What follows belongs to an exercise in optimizing a design on an open flow for small area and a short achievable clock period; a production flow would make more cautious choices. Where RTL was checked, it was by simulation tests only, not by an equivalence proof against the original. Power is estimated from default activity; no workload was simulated.

==> run M <==
==> flow/design.v <==
module bsm_casement_syn (
    input  wire [288:0] word,
    output wire [15:0]  st,      
    output wire [15:0]  sm,      
    output wire         q,       
    output wire [3:0]   dz       
);
    wire [255:0] d = word[255:0];
    wire [15:0]  tb = word[271:256];
    wire [15:0]  mb = word[287:272];
    wire         sb = word[288];
    reg [15:0] t;
    reg [15:0] m;
    integer    r, c;
    always @* begin
        for (r = 0; r < 16; r = r + 1)
            t[r] = ^d[16*r +: 16];
        for (c = 0; c < 16; c = c + 1) begin
            m[c] = 1'b0;
            for (r = 0; r < 16; r = r + 1)
                m[c] = m[c] ^ d[16*r + c];
        end
    end
    assign st = t ^ tb;
    assign sm = m ^ mb;
    assign q  = (^tb) ^ sb;
    genvar g;
    generate
        for (g = 0; g < 4; g = g + 1) begin : zq
            assign dz[g] = ~|(d[64*g+32 +: 32] | d[64*g +: 32]);
        end
    endgenerate
endmodule
module bsm_casement_cls (
    input  wire [3:0]   dz,
    input  wire [15:0]  st,
    input  wire [15:0]  sm,
    input  wire         q,
    output wire         ss,      
    output wire [2:0]   cls,     
    output wire [15:0]  er,      
    output wire         ce,      
    output wire         ue,      
    output wire         poison   
);
    assign ss = (^st) ^ q;
    wire psn = (&dz) & (&st) & (&sm) & q;
    wire zt, ot, zm, om;
    bsm_onehot16 u_t (.x(st), .z(zt), .o(ot));
    bsm_onehot16 u_m (.x(sm), .z(zm), .o(om));
    wire no_error  = zt & zm & ~q;
    wire data_err  = ot & om & ~q;
    wire corr      = (zt | ot) & (q ? zm : om);
    wire unc       = ~(psn | no_error | corr);
    assign cls    = {psn, psn | unc | (corr & ~data_err), data_err | unc};
    assign er     = st & {16{data_err}};
    assign ce     = corr;
    assign ue     = unc;
    assign poison = psn | unc;
endmodule
module bsm_onehot16 (
    input  wire [15:0] x,
    output wire        z,
    output wire        o
);
    wire [3:0] z4, o4;
    genvar g;
    generate
        for (g = 0; g < 4; g = g + 1) begin : grp
            wire a = x[4*g], b = x[4*g+1], c = x[4*g+2], e = x[4*g+3];
            assign z4[g] = ~(a | b | c | e);
            assign o4[g] = ((a ^ b) & ~(c | e)) | ((c ^ e) & ~(a | b));
        end
    endgenerate
    assign z = &z4;
    assign o = (o4[0] & z4[1] & z4[2] & z4[3]) |
               (z4[0] & o4[1] & z4[2] & z4[3]) |
               (z4[0] & z4[1] & o4[2] & z4[3]) |
               (z4[0] & z4[1] & z4[2] & o4[3]);
endmodule
module bsm_casement_fix (
    input  wire [255:0] d,
    input  wire [15:0]  er,
    input  wire [15:0]  sm,
    output wire [255:0] data
);
    genvar k;
    generate
        for (k = 0; k < 256; k = k + 1) begin : flip
            assign data[k] = d[k] ^ (er[k >> 4] & sm[k & 15]);
        end
    endgenerate
endmodule
module bsm_burst_check (
    input  wire         clk,
    input  wire         rst,           
    input  wire         in_valid,
    input  wire [639:0] in_burst,      
    input  wire [47:0]  in_addr,       
    input  wire [13:0]  in_gen,        
    output reg          out_valid,
    output reg  [511:0] out_data,      
    output reg  [2:0]   out_cls0,      
    output reg  [2:0]   out_cls1,      
    output reg  [31:0]  out_synd0,     
    output reg  [31:0]  out_synd1,     
    output reg  [1:0]   out_ss,        
    output reg  [1:0]   out_poison,    
    output reg          out_addr_mis,  
    output reg          out_gen_mis,   
    output reg          out_wb,        
    output reg  [15:0]  ce_cnt,        
    output reg  [15:0]  ue_cnt         
);
    wire [15:0] st0, sm0, st1, sm1;
    wire        q0, q1;
    wire [3:0]  dz0, dz1;
    bsm_casement_syn u_syn0 (
        .word (in_burst[288:0]),
        .st (st0), .sm (sm0), .q (q0), .dz (dz0)
    );
    bsm_casement_syn u_syn1 (
        .word (in_burst[577:289]),
        .st (st1), .sm (sm1), .q (q1), .dz (dz1)
    );
    reg         a_valid;
    reg [255:0] a_d0, a_d1;
    reg [15:0]  a_st0, a_sm0, a_st1, a_sm1;
    reg         a_q0, a_q1;
    reg [3:0]   a_dz0, a_dz1;
    reg         a_addr_mis, a_gen_mis;
    always @(posedge clk) begin
        if (rst)
            a_valid <= 1'b0;
        else
            a_valid <= in_valid;
        a_d0       <= in_burst[255:0];
        a_d1       <= in_burst[544:289];
        a_st0      <= st0;
        a_sm0      <= sm0;
        a_q0       <= q0;
        a_dz0      <= dz0;
        a_st1      <= st1;
        a_sm1      <= sm1;
        a_q1       <= q1;
        a_dz1      <= dz1;
        a_addr_mis <= (in_burst[625:578] != in_addr);
        a_gen_mis  <= (in_burst[639:626] != in_gen);
    end
    wire [2:0]   cls0, cls1;
    wire [15:0]  er0, er1;
    wire         ss0, ss1, ce0, ue0, p0, ce1, ue1, p1;
    wire [255:0] data0, data1;
    bsm_casement_cls u_cls0 (
        .dz (a_dz0), .st (a_st0), .sm (a_sm0), .q (a_q0),
        .ss (ss0), .cls (cls0), .er (er0), .ce (ce0), .ue (ue0), .poison (p0)
    );
    bsm_casement_cls u_cls1 (
        .dz (a_dz1), .st (a_st1), .sm (a_sm1), .q (a_q1),
        .ss (ss1), .cls (cls1), .er (er1), .ce (ce1), .ue (ue1), .poison (p1)
    );
    bsm_casement_fix u_fix0 (.d (a_d0), .er (er0), .sm (a_sm0), .data (data0));
    bsm_casement_fix u_fix1 (.d (a_d1), .er (er1), .sm (a_sm1), .data (data1));
    wire lintel_ok = ~a_addr_mis & ~a_gen_mis;
    wire       cnt    = a_valid & lintel_ok;
    wire [1:0] ce_inc = {cnt & ce0 & ce1, cnt & (ce0 ^ ce1)};
    wire [1:0] ue_inc = {cnt & ue0 & ue1, cnt & (ue0 ^ ue1)};
    wire [15:0] ce_p1 = (&ce_cnt)       ? 16'hFFFF : ce_cnt + 16'd1;
    wire [15:0] ce_p2 = (&ce_cnt[15:1]) ? 16'hFFFF : ce_cnt + 16'd2;
    wire [15:0] ue_p1 = (&ue_cnt)       ? 16'hFFFF : ue_cnt + 16'd1;
    wire [15:0] ue_p2 = (&ue_cnt[15:1]) ? 16'hFFFF : ue_cnt + 16'd2;
    always @(posedge clk) begin
        if (rst) begin
            out_valid <= 1'b0;
            ce_cnt    <= 16'd0;
            ue_cnt    <= 16'd0;
        end else begin
            out_valid <= a_valid;
            ce_cnt    <= ce_inc[1] ? ce_p2 : ce_inc[0] ? ce_p1 : ce_cnt;
            ue_cnt    <= ue_inc[1] ? ue_p2 : ue_inc[0] ? ue_p1 : ue_cnt;
        end
        out_data     <= {data1, data0};
        out_cls0     <= cls0;
        out_cls1     <= cls1;
        out_synd0    <= {a_sm0, a_st0};
        out_synd1    <= {a_sm1, a_st1};
        out_ss       <= {ss1, ss0};
        out_poison   <= {p1, p0};
        out_addr_mis <= a_addr_mis;
        out_gen_mis  <= a_gen_mis;
        out_wb       <= lintel_ok & (ce0 | ce1);
    end
endmodule
==> flow/flow/run.sh <==
#!/bin/bash
# The standard layout, with two changes to how it is made:
#  - port buffers are buf_1 cells (the smallest buffer) instead of the
#    resizer's default pick; repair may still size them up;
#  - from clock-tree synthesis on, timing repair aims at a setup slack of
#    SETUP_MARGIN ns at the design's clock period, so the layout is
#    optimised for a shorter achieved period. The clock period and the
#    constraints are unchanged.
# Each make run's full output goes to its own log here; ORFS's per-step
# logs are under orfs/logs.
set -euo pipefail
SETUP_MARGIN=6.6
export BUFFER_PORTS_ARGS="-buffer_cell sky130_fd_sc_hd__buf_1"
bash standard.sh "BUFFER_PORTS_ARGS=$BUFFER_PORTS_ARGS" synth floorplan place \
    > make_synth_place.log 2>&1
bash standard.sh "BUFFER_PORTS_ARGS=$BUFFER_PORTS_ARGS" \
    SETUP_SLACK_MARGIN=$SETUP_MARGIN finish > make_cts_finish.log 2>&1
==> flow/standard.sh <==
#!/bin/bash
# synth_recipe.tcl (not shown) runs the flow's synth.tcl, then flattens the netlist and writes it again
# the make line also repeats each setting of config.mk as NAME=value (left out here)
make -C /OpenROAD-flow-scripts/flow DESIGN_CONFIG=/design/flow/config.mk WORK_HOME=/design/flow/orfs CLKGATE_MAP_FILE= SYNTH_SCRIPT=/design/flow/synth_recipe.tcl "${@:-finish}"
==> flow/config.mk <==
export PLATFORM = sky130hd
export DESIGN_NAME = bsm_burst_check
export DESIGN_NICKNAME = bsm_burst_check
export VERILOG_FILES = /design/flow/design.v
export SDC_FILE = /design/flow/constraint.sdc
export NUM_CORES = 4
export LEC_CHECK = 0
export CAP_MARGIN = 20
export CORE_AREA = 45 45 335 335
export DIE_AREA = 0 0 380 380
export SLEW_MARGIN = 20
==> flow/constraint.sdc <==
create_clock -name core_clock -period 10.0 [get_ports {clk}]
set_input_delay 2.0000 -clock core_clock [delete_from_list [all_inputs] [get_ports {clk}]]
set_output_delay 2.0000 -clock core_clock [all_outputs]
set_load 0.01 [all_outputs]
==> inputs of run K, as changes to run M <==
==> flow/design.v (replaced) <==
module bsm_casement_syn (
    input  wire [288:0] word,
    output wire [15:0]  st,      
    output wire [15:0]  sm,      
    output wire         ss,      
    output wire [2:0]   cls,     
    output wire [15:0]  er,      
    output wire         ce,      
    output wire         ue,      
    output wire         poison   
);
    wire [255:0] d = word[255:0];
    wire [15:0]  tb = word[271:256];
    wire [15:0]  mb = word[287:272];
    wire         sb = word[288];
    reg [15:0] t;
    reg [15:0] m;
    integer    r, c;
    always @* begin
        for (r = 0; r < 16; r = r + 1)
            t[r] = ^d[16*r +: 16];
        for (c = 0; c < 16; c = c + 1) begin
            m[c] = 1'b0;
            for (r = 0; r < 16; r = r + 1)
                m[c] = m[c] ^ d[16*r + c];
        end
    end
    assign st = t ^ tb;
    assign sm = m ^ mb;
    assign ss = (^t) ^ sb;
    wire q = (^tb) ^ sb;
    wire zt, ot, zm, om;
    bsm_onehot16 u_t (.x(st), .z(zt), .o(ot));
    bsm_onehot16 u_m (.x(sm), .z(zm), .o(om));
    wire dz        = ~|(d[255:128] | d[127:0]);
    wire psn       = dz & (&tb) & (&mb) & sb;
    wire no_error  = zt & zm & ~q;
    wire data_err  = ot & om & ~q;
    wire corr      = (zt | ot) & (q ? zm : om);      
    wire unc       = ~(psn | no_error | corr);
    assign cls    = {psn, psn | unc | (corr & ~data_err), data_err | unc};
    assign er     = st & {16{data_err}};
    assign ce     = corr;
    assign ue     = unc;
    assign poison = psn | unc;
endmodule
module bsm_onehot16 (
    input  wire [15:0] x,
    output wire        z,
    output wire        o
);
    wire [3:0] z4, o4;
    genvar g;
    generate
        for (g = 0; g < 4; g = g + 1) begin : grp
            wire a = x[4*g], b = x[4*g+1], c = x[4*g+2], e = x[4*g+3];
            assign z4[g] = ~(a | b | c | e);
            assign o4[g] = ((a ^ b) & ~(c | e)) | ((c ^ e) & ~(a | b));
        end
    endgenerate
    assign z = &z4;
    assign o = (o4[0] & z4[1] & z4[2] & z4[3]) |
               (z4[0] & o4[1] & z4[2] & z4[3]) |
               (z4[0] & z4[1] & o4[2] & z4[3]) |
               (z4[0] & z4[1] & z4[2] & o4[3]);
endmodule
module bsm_casement_fix (
    input  wire [255:0] d,
    input  wire [15:0]  er,
    input  wire [15:0]  sm,
    output wire [255:0] data
);
    genvar k;
    generate
        for (k = 0; k < 256; k = k + 1) begin : flip
            assign data[k] = d[k] ^ (er[k >> 4] & sm[k & 15]);
        end
    endgenerate
endmodule
module bsm_burst_check (
    input  wire         clk,
    input  wire         rst,           
    input  wire         in_valid,
    input  wire [639:0] in_burst,      
    input  wire [47:0]  in_addr,       
    input  wire [13:0]  in_gen,        
    output reg          out_valid,
    output wire [511:0] out_data,      
    output reg  [2:0]   out_cls0,      
    output reg  [2:0]   out_cls1,      
    output reg  [31:0]  out_synd0,     
    output reg  [31:0]  out_synd1,     
    output reg  [1:0]   out_ss,        
    output reg  [1:0]   out_poison,    
    output reg          out_addr_mis,  
    output reg          out_gen_mis,   
    output reg          out_wb,        
    output wire [15:0]  ce_cnt,        
    output wire [15:0]  ue_cnt         
);
    wire [15:0] st0, sm0, st1, sm1, er0, er1;
    wire        ss0, ss1;
    wire [2:0]  cls0, cls1;
    wire        ce0, ue0, p0, ce1, ue1, p1;
    bsm_casement_syn u_syn0 (
        .word (in_burst[288:0]),
        .st (st0), .sm (sm0), .ss (ss0), .cls (cls0), .er (er0),
        .ce (ce0), .ue (ue0), .poison (p0)
    );
    bsm_casement_syn u_syn1 (
        .word (in_burst[577:289]),
        .st (st1), .sm (sm1), .ss (ss1), .cls (cls1), .er (er1),
        .ce (ce1), .ue (ue1), .poison (p1)
    );
    wire addr_mis  = (in_burst[625:578] != in_addr);
    wire gen_mis   = (in_burst[639:626] != in_gen);
    wire lintel_ok = ~addr_mis & ~gen_mis;
    wire cnt = in_valid & lintel_ok;
    reg [255:0] r_d0, r_d1;
    reg [15:0]  r_er0, r_er1;
    reg [1:0]   r_ce_inc, r_ue_inc;  
    always @(posedge clk) begin
        if (rst) begin
            out_valid <= 1'b0;
            r_ce_inc  <= 2'd0;
            r_ue_inc  <= 2'd0;
        end else begin
            out_valid <= in_valid;
            r_ce_inc  <= {cnt & ce0 & ce1, cnt & (ce0 ^ ce1)};
            r_ue_inc  <= {cnt & ue0 & ue1, cnt & (ue0 ^ ue1)};
        end
        r_d0         <= in_burst[255:0];
        r_d1         <= in_burst[544:289];
        r_er0        <= er0;
        r_er1        <= er1;
        out_cls0     <= cls0;
        out_cls1     <= cls1;
        out_synd0    <= {sm0, st0};
        out_synd1    <= {sm1, st1};
        out_ss       <= {ss1, ss0};
        out_poison   <= {p1, p0};
        out_addr_mis <= addr_mis;
        out_gen_mis  <= gen_mis;
        out_wb       <= lintel_ok & (ce0 | ce1);
    end
    wire [255:0] data0, data1;
    bsm_casement_fix u_fix0 (
        .d (r_d0), .er (r_er0), .sm (out_synd0[31:16]), .data (data0)
    );
    bsm_casement_fix u_fix1 (
        .d (r_d1), .er (r_er1), .sm (out_synd1[31:16]), .data (data1)
    );
    assign out_data = {data1, data0};
    bsm_err_cnt u_ce (.clk (clk), .rst (rst), .inc (r_ce_inc), .cnt (ce_cnt));
    bsm_err_cnt u_ue (.clk (clk), .rst (rst), .inc (r_ue_inc), .cnt (ue_cnt));
endmodule
module bsm_err_cnt (
    input  wire        clk,
    input  wire        rst,
    input  wire [1:0]  inc,
    output wire [15:0] cnt
);
    reg [15:0] c;
    reg [14:0] u;
    reg        cmax;
    wire sel_u = inc[1] | (inc[0] & c[0]);
    assign cnt[15:1] = sel_u ? u : c[15:1];
    assign cnt[0]    = inc[1] ? (c[0] | cmax) :
                       inc[0] ? (~c[0] | cmax) : c[0];
    always @(posedge clk) begin
        if (rst) begin
            c    <= 16'd0;
            u    <= 15'd1;
            cmax <= 1'b0;
        end else begin
            c    <= cnt;
            u    <= (&cnt[15:1]) ? 15'h7FFF : cnt[15:1] + 15'd1;
            cmax <= &cnt[15:1];
        end
    end
endmodule
--- a/flow/flow/run.sh
+++ b/flow/flow/run.sh
@@ -10,5 +10,5 @@
 # logs are under orfs/logs.
 set -euo pipefail
-SETUP_MARGIN=6.6
+SETUP_MARGIN=5.0
 export BUFFER_PORTS_ARGS="-buffer_cell sky130_fd_sc_hd__buf_1"
 bash standard.sh "BUFFER_PORTS_ARGS=$BUFFER_PORTS_ARGS" synth floorplan place \
CORE_AREA = 60 60 320 320   (was 45 45 335 335)
==> qor summary <==
item                                                          run M           run K
Met3 usage                                                    20.3%           23.2%
Final net count                                               6,426           5,673
Setup slack on the worst flop-to-flop path                  6.74 ns         6.55 ns
Initial antenna violation count                                 146             316
Pwr Density                                             249 nW/um^2     245 nW/um^2
Share of power burned in registers                            41.5%           32.1%
Met2 Routed Length                                           127 mm          134 mm
Number of cells on the critical path                              1               9
Slack of the critical path                                  6.60 ns         4.90 ns
Met1 WL                                                     95.6 mm         91.0 mm
Result of the run                                    finished clean  finished clean
Portion of the layout cell area used by clock cells           7.36%           6.06%
Non-clock buffers                                             1,386           1,355
Seq Cell Count                                                1,211             690
Multi-input combinational cell area                     21,500 um^2     20,700 um^2
Hold slack                                                 0.365 ns        0.487 ns
Ratio of routed vias to standard cells                         5.66            6.05
Multiplexer share of the synthesized area                   0.0677%          0.959%
Routed Wire Length                                           282 mm          301 mm
Routed length on met3                                       43.1 mm         52.0 mm
Slew of the pin with the lowest slew margin                 1.15 ns         1.26 ns
Wire per inst                                               40.9 um         50.2 um
Critical Path Start                                   out_data[319]   in_burst[432]
No functional check of the RTL was part of run K.

[what the ideal ports hide]
How much do the figures lean on ideal ports? The routed layouts below were timed once more, with nothing changed but the port constraints. Step 1 assumes that a clkbuf_16 drives the clock port and a buf_2 every other input. Step 2, shift: input delay + t, output delay - t, t = (earliest + latest rising clock arrival at the registers) / 2. This alone moves slack from input paths to output paths. Three values: no drivers, after step 1, after step 2; two values: the first two.
| run | t (ns) | setup WS [ns] | latest minus earliest clock arrival (ns) | worst slew at a driven data input, ns |
|---|---|---|---|---|
| run M | 0.765 | 6.601 / 6.518 / 6.034 | 0.030 / 0.030 | 0.25 |
| run K | 0.712 | 4.904 / 4.889 / 4.178 | 0.016 / 0.015 | 0.23 |
After both steps every run listed still meets setup and hold. The setup slack of run K, which loses most, moves by -0.015 ns with the drivers and by -0.726 ns with both steps.
